Context: an optimization exercise on an open-source flow, tuned for small area, a short achievable clock period and few clock cycles. The choices shown serve that exercise and are no tape-out recipe.
The RTL was checked by simulation tests, not by an equivalence proof against the original design.
Power is estimated from default activity; no workload was simulated.

run A:
## srv_lead_loop
module srv_lead_loop (
    input  wire               clk,
    input  wire               rst,         
    input  wire               start,
    input  wire               clear,
    input  wire signed [15:0] sa,
    input  wire signed [15:0] sb,
    input  wire signed [15:0] sc,
    input  wire signed [15:0] sd,
    input  wire        [23:0] gray,
    input  wire        [23:0] tgt_trk,
    input  wire signed [15:0] tgt_ofs,
    input  wire signed [17:0] ml,
    input  wire signed [15:0] ff,
    input  wire signed [15:0] inj,
    input  wire        [17:0] amin,
    input  wire        [3:0]  gs,
    input  wire        [23:0] intlim,
    input  wire signed [15:0] kds,
    output reg         [5:0]  tbl_addr,
    input  wire        [47:0] tbl_rdata,
    output reg                done,
    output reg                fail,
    output wire signed [15:0] pes,
    output wire signed [48:0] pos,
    output reg  signed [24:0] err,
    output reg  signed [24:0] integ,
    output wire signed [15:0] u
);
clock: 20.0 ns
lec_check: 0
abc_area: 1
cap_margin: 20
core_margin: 2
core_utilization: 60
place_density: 0.72
slew_margin: 20
standard.sh (not shown) runs the stock make flow with config.mk's settings and CLKGATE_MAP_FILE= SYNTH_SCRIPT=/design/flow/synth_recipe.tcl, a recipe that flattens the netlist after the stock synthesis.
==> flow/flow/run.sh <==
#!/bin/bash
set -euo pipefail
export BUFFER_PORTS_ARGS="-buffer_cell sky130_fd_sc_hd__buf_1"
bash standard.sh > standard_flow.log 2>&1
Testbench counts of run A, summed over its fixed seeds: cycles 36,936.
diff inputs: run A => run B
diff --git a/flow/config.mk b/flow/config.mk
--- a/flow/config.mk
+++ b/flow/config.mk
@@ -9 +9 @@
-export CAP_MARGIN = 20
+export CAP_MARGIN = 60
@@ -13 +13 @@
-export SLEW_MARGIN = 20
+export SLEW_MARGIN = 60
Findings:
- Per the final summary, run B finished and its layout is clean on timing, DRC and antenna.
- Relative to run A, the multi-input logic area measured on run B has increased slightly.
- After synthesis and placement, the instance count of run B is above that of run A.
- Looking at worst setup slack after layout, run B sits 0.52 ns higher than run A does.
- The worst IR drop on VDD of run B and that of run A are within noise of each other.
- Count of antenna-violating nets left after detailed routing came out exactly the same in run B and run A.
- Final wirelength | run B above run A
- Changes observed in run B relative to run A: fraction of area in registers now smaller, count of plain and timing-repair buffers in the layout now larger, cell-internal power now larger.
- Run comparison: run B standard cell with the maximum stage delay on the critical path fa_1; run A standard cell with the maximum stage delay on the critical path a31oi_2
## Diff of input files: run C against run B
diff --git a/flow/flow/run.sh b/flow/flow/run.sh
--- a/flow/flow/run.sh
+++ b/flow/flow/run.sh
@@ -3,0 +4 @@
+export SETUP_SLACK_MARGIN=13.5
### Flow results
Run C vs run B: count of vias placed by the detailed router up in run C. Run B and run C ended up with nearly the same clock-pin transition on the worst setup and hold timing paths. The wire length of run C is higher than that of run B. The clock buffer instance count of the final layout of run C falls short of that of run B by 9.6%.
Input-level comparison between run D and run C:
diff --git a/flow/flow/run.sh b/flow/flow/run.sh
--- a/flow/flow/run.sh
+++ b/flow/flow/run.sh
@@ -4 +4 @@
-export SETUP_SLACK_MARGIN=13.5
+export SETUP_SLACK_MARGIN=12
diff --git a/flow/config.mk b/flow/config.mk
--- a/flow/config.mk
+++ b/flow/config.mk
@@ -9 +9 @@
-export CAP_MARGIN = 60
+export CAP_MARGIN = 20
@@ -13 +13 @@
-export SLEW_MARGIN = 60
+export SLEW_MARGIN = 20
--- outcome ---
Buffers inserted during post-CTS setup optimization: run D vs run C down 83. Run C -> run D: power after layout decreased by more than 10%. When the final numbers for run D and run C were put side by side, the share of layout cells above drive strength 1 turned out to be smaller in run D. The more densely filled core belongs to run C, not run D. Compared with run C, run D shows a lower post-cts resize count. Compared with run C, in run D global-route usage moved down, switching share of total power now sits higher, total area of multi-input combinational cells shrank by 2800 um^2, transition time of the tightest slew-check pin saw an increase, count of endpoints failing hold in the final timing report saw little to no change.

* * *

Another version of the RTL of srv_lead_loop (not shown whole).
Size: ~6100 cells after synthesis, about 410 flip-flops, ~49000 um2 of cells after synthesis.
Settings: LEC_CHECK=0, ABC_AREA=1, CAP_MARGIN=40, CORE_MARGIN=2, CORE_UTILIZATION=60, PLACE_DENSITY=0.72, SLEW_MARGIN=40; clock period 20.0 ns.
==> flow/flow/run.sh <==
#!/bin/bash
set -euo pipefail
export BUFFER_PORTS_ARGS="-buffer_cell sky130_fd_sc_hd__buf_1"
export SETUP_SLACK_MARGIN=13
bash standard.sh > standard_flow.log 2>&1
Testbench counts at the start, summed over its fixed seeds: cycles 36,936.
Next try:
- CAP_MARGIN: 40 -> 60
- SLEW_MARGIN: 40 -> 60
Final area rises by 0.94%.
Count of clock-buffer cells in the layout rises by 8.
Setup slack gains 0.12 ns.
Register-to-register slack is worse by 0.12 ns.
Clock skew fell by 0.0085 ns.
Next try:
- CAP_MARGIN: 60 -> 20
- SLEW_MARGIN: 60 -> 20
Result:
- global-route usage stays flat
- synthesized area does not change
- combinational power is lower by about 0.8%
- final area is lower by 0.66%
- final cell count stays flat
- routed wire length barely changes
- worst setup slack is worse by 0.099 ns
- hold slack is worse by 0.0045 ns
- sequential power barely changes

* * *

srv_lead_loop again, from the RTL that the note above started with.
clock: 20.0 ns
lec_check: 0
abc_area: 1
cap_margin: 60
core_margin: 2
core_utilization: 60
place_density: 0.72
slew_margin: 60
==> flow/flow/run.sh <==
#!/bin/bash
set -euo pipefail
export BUFFER_PORTS_ARGS="-buffer_cell sky130_fd_sc_hd__buf_1"
export SETUP_SLACK_MARGIN=13.5
bash standard.sh > standard_flow.log 2>&1
Testbench counts at the start, summed over its fixed seeds: cycles 36,936.
Change:
--- a/flow/flow/run.sh
+++ b/flow/flow/run.sh
@@ -4 +4 @@
-export SETUP_SLACK_MARGIN=13.5
+export SETUP_SLACK_MARGIN=12
Settings changed: CAP_MARGIN 60 to 20, SLEW_MARGIN 60 to 20.
=>
- synthesized cell count does not change
- worst hold slack gains 0.024 ns
- maximum frequency goes down by 6.9%
- wire length fell by 5.7%
- cell area came out lower by 9.0%
- cell count falls by 3.3%
- setup slack got worse by 0.54 ns

-- static timing again, ports no longer ideal --
In the flow no input, the clock included, has a driving cell. The finished layouts below were timed again as built, in two steps.
Step 1 sets driving cells, clkbuf_16 on the clock port and buf_2 on the other inputs (assumed; they add their load-dependent delay and slew).
Step 2 also shifts input and output timing later by t, the mid clock arrival at the registers, as if the neighbouring blocks saw the same clock.
Three values: ideal, step 1, step 2; two values: the first two.
| run | shift t [ns] | slack for setup (ns) | worst setup path at the end | slew at the worst register clock pin (ns) |
|---|---|---|---|---|
| run A | 0.703 | 11.166 / 11.166 / 11.055 | input to register | 0.07 / 0.07 |
| run B | 0.701 | 11.687 / 11.736 / 11.036 | input to register | 0.07 / 0.07 |
| run C | 0.702 | 12.556 / 12.607 / 11.906 | input to register | 0.07 / 0.07 |
| run D | 0.725 | 12.180 / 12.223 / 11.498 | input to register | 0.07 / 0.07 |
| the first run of note 2 | 0.698 | 12.584 / 12.607 / 11.909 | input to register | 0.07 / 0.07 |
| the second run of note 2 | 0.698 | 12.700 / 12.743 / 12.045 | input to register | 0.07 / 0.07 |
| the third run of note 2 | 0.702 | 12.601 / 12.616 / 11.914 | input to register | 0.07 / 0.07 |
| the first run of note 3 | 0.716 | 12.758 / 12.781 / 12.065 | input to register | 0.07 / 0.07 |
| the second run of note 3 | 0.703 | 12.218 / 12.218 / 11.557 | input to register | 0.07 / 0.07 |
After both steps every run listed still meets setup and hold. For the first run of note 3, which loses most, drivers alone change the setup slack by +0.023 ns; drivers and shift together by -0.693 ns.
